Source: an optimization exercise on an open RTL-to-GDS flow (aim: small area, a short achievable clock period and few clock cycles). Production flows keep margins and buffers that such runs may drop. In this exercise RTL edits were held to simulation tests only and were not proved equivalent to the original. Power and IR drop assume default switching activity.

Design nyate_core, start of the top module:
module nyate_core (
    input  wire        clk,
    input  wire        rst,           
    input  wire [15:0] ilen,          
    input  wire [10:0] dlen,          
    output wire [14:0] imem_addr,
    input  wire [35:0] imem_rdata,
    output wire [15:0] dmem_addr,
    output wire        dmem_we,
    output wire [17:0] dmem_wdata,
    input  wire [17:0] dmem_rdata,
    output reg         halted,
    output reg  [3:0]  fault_cause,
    output reg  [17:0] fault_detail
);
clock: 14.0 ns
lec_check: 0
cap_margin: 20
core_margin: 2
core_utilization: 40
slew_margin: 20
run.sh (not shown) runs the stock make flow with config.mk's settings and CLKGATE_MAP_FILE= SYNTH_SCRIPT=/design/flow/synth_recipe.tcl, a recipe that flattens the netlist after the stock synthesis.
The starting point produced a clean layout.
Testbench counts at the start, summed over its fixed seeds: cycles 73,190.
Edit:
--- a/flow/design.v
+++ b/flow/design.v
@@ -38,13 +38,13 @@
     reg        e_pf;             
     reg [3:0]  e_pcause;
     reg        e_arith, e_sub, e_usec, e_wr, e_neg, e_abs, e_log, e_shf;
     reg [1:0]  e_lop;
     reg [2:0]  e_sop;
     reg        e_rdsw, e_wrsw, e_mul, e_div, e_sgn, e_ld, e_st;
-    reg        e_br, e_jal, e_jr, e_trap;
+    reg        e_br, e_jal, e_jr, e_trap, e_pred;
     wire run = !halted;
     wire [35:0] ins = imem_rdata;
     wire [17:0] imm = ins[35:18];
     wire [5:0]  op  = ins[17:12];
     wire [3:0]  rd  = ins[11:8];
     wire [3:0]  ra  = ins[7:4];
@@ -88,12 +88,14 @@
     wire d_pcflt = (d_pc >= ilen);
     wire d_pf    = d_pcflt || illegal;
     wire ok      = !d_pf;
     wire is_alu  = (op >= 6'h02 && op <= 6'h1B);
     wire is_st   = (op == 6'h25);
     wire is_jal  = (op == 6'h37);
+    wire is_br   = (op == 6'h36);
+    wire d_pred  = is_jal || (is_br && (rd0 || ({1'b0, imm[14:0]} <= d_pc)));
     wire use_imm = (is_alu && op[0]) || op == 6'h01 || op == 6'h1C || op == 6'h1D;
     wire [15:0] wen;
     wire [17:0] bus_e, bus_o;
     wire [3:0]  bidx = (op[5] && op[2]) ? rd : rb;
     wire [17:0] fwd_a = wen[ra]   ? (ra[0]   ? bus_o : bus_e) : regs[ra];
     wire [17:0] fwd_b = wen[bidx] ? (bidx[0] ? bus_o : bus_e) : regs[bidx];
@@ -229,12 +231,14 @@
             default: cond = sw[SW_SO];
         endcase
     end
     wire [14:0] tgt    = e_jr ? e_a[14:0] : e_imm[14:0];
     wire        trange = ({1'b0, tgt} >= ilen);
     wire        take   = e_valid && (e_jal || e_jr || (e_br && cond));
+    wire        redir  = e_valid && (e_jr || (e_br && (cond != e_pred)));
+    wire [15:0] redir_pc = (e_br && e_pred) ? e_b[15:0] : {1'b0, tgt};
     wire [17:0] maddr  = e_a + e_imm;
     wire [6:0]  m_lo   = {1'b0, e_a[5:0]} + {1'b0, e_imm[5:0]};
     wire [12:0] m_u    = {1'b0, e_a[17:6]} + {1'b0, e_imm[17:6]} + {12'd0, m_lo[6]};
     wire [13:0] m_v    = {2'b0, e_a[17:6]} + {e_w[12], e_w} + {13'd0, m_lo[6]};
     wire        mrange = !m_v[13] && (!m_u[12] || m_v[12]);
     reg        flt;
@@ -336,15 +340,16 @@
                 if (add_v) sw_n[SW_SO] = 1'b1;
             end
         end
     end
     wire sw_we = act && ((e_first && (e_wrsw || e_arith || e_abs || e_log || div_dz))
                          || (e_shf && !rot_pre) || mul_end || div_end);
-    wire [15:0] next_pc = take ? {1'b0, tgt} : (stall ? d_pc : d_pc1);
+    wire [15:0] next_pc = redir ? redir_pc :
+                          stall ? d_pc : (d_pred ? {1'b0, imm[14:0]} : d_pc1);
     assign imem_addr = rst ? 15'd0 : next_pc[14:0];
-    wire d_go = run && !stall && !take;
+    wire d_go = run && !stall && !redir;
     assign dmem_addr  = maddr[15:0];
     assign dmem_we    = e_valid && run && e_st && !mrange;
     assign dmem_wdata = e_b;
     integer i;
     always @(posedge clk) begin
         for (i = 0; i < 16; i = i + 1)
@@ -395,13 +400,14 @@
             end else begin
                 e_valid <= d_go;
                 e_step  <= 4'd0;
                 e_acc   <= 19'd0;
                 e_rd    <= rd;
                 e_a     <= fwd_a;
-                e_b     <= use_imm ? imm : (is_jal ? {2'd0, d_pc1} : fwd_b);
+                e_b     <= use_imm ? imm : ((is_jal || is_br) ? {2'd0, d_pc1} : fwd_b);
+                e_pred  <= d_pred;
                 e_w     <= {1'b0, imm[17:6]} - {2'b0, dlen};
                 e_imm   <= d_pcflt ? {2'd0, d_pc} : (illegal ? ins[17:0] : imm);
                 e_pf    <= d_pf;
                 e_pcause <= d_pcflt ? F_CODE_RANGE : F_ILLEGAL;
                 e_arith <= ok && ((op >= 6'h02 && op <= 6'h11) && !(op >= 6'h0A && op <= 6'h0F)
                                   || op == 6'h1C);
Result: Synthesized area hardly moves; maximum frequency came out lower by about 22%; sequential cell count came out higher by 1; count of clock-buffer cells in the layout came out lower by 2; combinational power came out lower by about 6%; worst setup slack loses 2.2 ns.
Testbench counts after the change, summed over its fixed seeds: cycles 70,415.

* * *

nyate_core, a different RTL version from the one above (not shown whole).
Size in the first run: ~4800 cells after synthesis, about 500 flip-flops, roughly 160 I/O pins, roughly 43000 µm² of cells after synthesis.
clock: 14.0 ns
lec_check: 0
cap_margin: 20
core_margin: 2
core_utilization: 50
cts_buf_list: sky130_fd_sc_hd__clkbuf_8
slew_margin: 20
standard.sh (not shown) runs the stock make flow with config.mk's settings and CLKGATE_MAP_FILE= SYNTH_SCRIPT=/design/flow/synth_recipe.tcl, a recipe that flattens the netlist after the stock synthesis.
==> flow/flow/run.sh <==
#!/bin/bash
# Layout flow: the standard layout (the make command of standard.sh),
# except that
#  - the port buffers are plain sky130_fd_sc_hd__buf_2 cells instead of the
#    delay cells buffer_ports picks on its own (every port still gets one);
#  - timing repair aims for 6.8 ns, so that the critical paths get
#    repaired although the 14 ns clock is met, and it may resize cells to
#    other footprints (MATCH_CELL_FOOTPRINT=0). The constraints are unchanged;
#  - clock tree synthesis adds no dummy loads.
# The make output goes to standard_flow.log; each ORFS step keeps its own
# log under orfs/logs/.
set -euo pipefail
cd "$(dirname "$0")/.."
export BUFFER_PORTS_ARGS="-buffer_cell sky130_fd_sc_hd__buf_2"
export SETUP_SLACK_MARGIN=7.2
export CTS_ARGS="-sink_clustering_enable -repair_clock_nets -buf_list sky130_fd_sc_hd__clkbuf_8 -dont_use_dummy_load"
sed 's/"\${@:-finish}"/MATCH_CELL_FOOTPRINT=0 finish/' standard.sh > standard_nofp.sh
grep -q 'MATCH_CELL_FOOTPRINT=0 finish' standard_nofp.sh
bash standard_nofp.sh > standard_flow.log 2>&1
Testbench counts at the start, summed over its fixed seeds: cycles 74,210.
Then changed:
--- a/flow/design.v
+++ b/flow/design.v
@@ -37,28 +37,24 @@
     reg        e_qneg, e_rneg;
     reg        e_pf;             
     reg [3:0]  e_pcause;
     reg        e_arith, e_sub, e_usec, e_wr, e_neg, e_abs, e_log, e_shf;
     reg        e_swap;           
     reg [1:0]  e_lop;
     reg [2:0]  e_sop;
     reg        e_rdsw, e_wrsw, e_mul, e_div, e_sgn, e_ld, e_st;
     reg        e_br, e_jal, e_jr, e_trap;
     reg        e_jtr;            
     reg        e_rreg;           
     reg        e_dz;             
-    reg        e_ldw;            
-    reg        st_pend;          
-    reg [15:0] st_addr;
-    reg [17:0] st_data;
     wire run = !halted;
     function [4:0] mod18(input [17:0] x);
         reg [4:0] pos, neg;
         reg [5:0] alt;
         reg [3:0] m9;
         begin
             pos = x[3:1] + x[9:7] + x[15:13];
             neg = x[6:4] + x[12:10] + {1'b0, x[17:16]};
             alt = {1'b0, pos} + 6'd18 - {1'b0, neg};             
             case (alt)
                 6'd0, 6'd9,  6'd18, 6'd27, 6'd36: m9 = 4'd0;
                 6'd1, 6'd10, 6'd19, 6'd28, 6'd37: m9 = 4'd1;
@@ -278,25 +274,25 @@
             end else if ((e_ld || e_st) && mrange) begin
                 flt = 1'b1; flt_cause = F_DATA_RANGE; flt_detail = maddr;
             end else if (take && trange) begin
                 flt = 1'b1; flt_cause = F_CODE_RANGE; flt_detail = {3'd0, tgt};
             end else if (e_div && bzero && sw[SW_TRAP_DZ]) begin
                 flt = 1'b1; flt_cause = F_DIV_ZERO; flt_detail = 18'd0;
             end
         end
     end
     wire mul_end = e_mul && (e_step == NMM);
     wire div_end = e_div && (e_step == NM + 1);
     wire div_dz  = e_div && (e_step == 4'd1) && e_dz;
-    wire ld_end  = e_ld && (e_step == (e_ldw ? 4'd2 : 4'd1));
+    wire ld_end  = e_ld && (e_step == 4'd1);
     reg  e_last;
     always @(*) begin
         if (e_ld)       e_last = ld_end;
         else if (e_mul) e_last = mul_end;
         else if (e_div) e_last = div_end || div_dz;
         else if (e_shf) e_last = !rot_pre;
         else            e_last = 1'b1;
     end
     wire stall = e_valid && !e_last;
     wire blk   = e_pf || (e_jal && e_jtr) || (e_div && bzero && sw[SW_TRAP_DZ]);
     wire act   = e_valid && run && !blk;
     wire single = e_valid && e_last && (e_arith || e_abs || e_log || e_shf || e_rdsw);
@@ -362,56 +358,48 @@
             if (e_shf)    sw_n[SW_C] = sh_c;
             if (e_arith || e_abs) begin
                 sw_n[SW_V] = add_v;
                 if (add_v) sw_n[SW_SO] = 1'b1;
             end
         end
     end
     wire sw_we = act && ((e_first && (e_wrsw || e_arith || e_abs || e_log)) || div_dz
                          || (e_shf && !rot_pre) || mul_end || div_end);
     wire [15:0] next_pc = take ? {1'b0, tgt} : (stall ? d_pc : d_pc1);
     assign imem_addr = rst ? 15'd0 : next_pc[14:0];
     wire d_go = run && !stall && !take;
-    assign dmem_addr  = st_pend ? st_addr : maddr[15:0];
-    assign dmem_we    = st_pend;
-    assign dmem_wdata = st_data;
-    always @(posedge clk) begin
-        st_addr <= maddr[15:0];
-        st_data <= e_b;
-    end
+    assign dmem_addr  = maddr[15:0];
+    assign dmem_we    = e_valid && run && e_st && !e_pf && !mrange;
+    assign dmem_wdata = e_b;
     integer i;
     always @(posedge clk) begin
         for (i = 0; i < 16; i = i + 1)
             if (rst || wen[i])
                 regs[i] <= rst ? 18'd0 : (i[0] ? bus_o : bus_e);
         if (rst) begin
             sw           <= 9'd0;
             d_pc         <= 16'd0;
-            st_pend      <= 1'b0;
             e_valid      <= 1'b0;
             e_step       <= 4'd0;
             halted       <= 1'b0;
             fault_cause  <= 4'd0;
             fault_detail <= 18'd0;
         end else if (run) begin
             if (sw_we) sw <= sw_n;
             if (e_valid && flt) begin
                 halted       <= 1'b1;
                 fault_cause  <= flt_cause;
                 fault_detail <= flt_detail;
             end
             d_pc <= next_pc;
-            st_pend <= e_valid && e_st && !e_pf && !mrange;
-            if (e_step == 4'd0)
-                e_ldw <= st_pend;
             if (stall) begin
                 e_step <= e_step + 4'd1;
                 if (e_mul) begin
                     if (e_step == NMM - 1) begin
                         e_a   <= ms;
                         e_b   <= mc;
                         e_imm <= mq;
                     end else begin
                         e_acc <= {1'b0, ms};
                         e_imm <= mc;
                         e_b   <= mq;
                     end
Effect:
- The changed run went through all stages and came out clean
- sequential share of layout area goes down by 1.2 points
- first-iteration DRC count goes down by 11%
- total power goes up by 2.3%
- final cell count goes up by 0.57%
- final area goes down by 1.1%
- clock-buffer cell count goes down by 4
- global-route usage goes down by 1.1 points
- wire length goes down by 1.7%
- sequential cell count goes down by 36
- setup slack degrades by 350 ps
- non-clock buffer count goes down by 33
- clock skew goes up by 31 ps
Testbench counts after the change, summed over its fixed seeds: cycles 73,868.

-- what the ideal ports hide --
The flow's constraints put no driver on any port. The routed layouts listed below were extracted and timed again, unchanged, in two steps.
Step 1 sets driving cells, clkbuf_16 on the clock port and buf_2 on the other inputs (assumed; they add their load-dependent delay and slew).
Step 2 also shifts input and output timing later by t, the mid clock arrival at the registers, as if the neighbouring blocks saw the same clock.
Three values: ideal, step 1, step 2; two values: the first two.
run	shift t [ns]	slack for setup (ns)	worst setup path after step 2	worst register clock-pin slew, ns	worst slew at a driven data input, ns
the first run of note 1	0.696	5.873 / 5.800 / 5.735	input to register	0.07 / 0.07	0.13
the second run of note 1	0.730	3.641 / 3.617 / 3.617	input to output	0.09 / 0.09	0.09
the first run of note 2	0.792	6.907 / 6.838 / 6.491	input to register	0.07 / 0.07	0.05
the second run of note 2	0.761	6.559 / 6.492 / 6.658	input to register	0.07 / 0.07	0.06
After both steps every run listed still meets setup and hold. The setup slack of the first run of note 2, which loses most, moves by -0.069 ns with the drivers and by -0.416 ns with both steps.
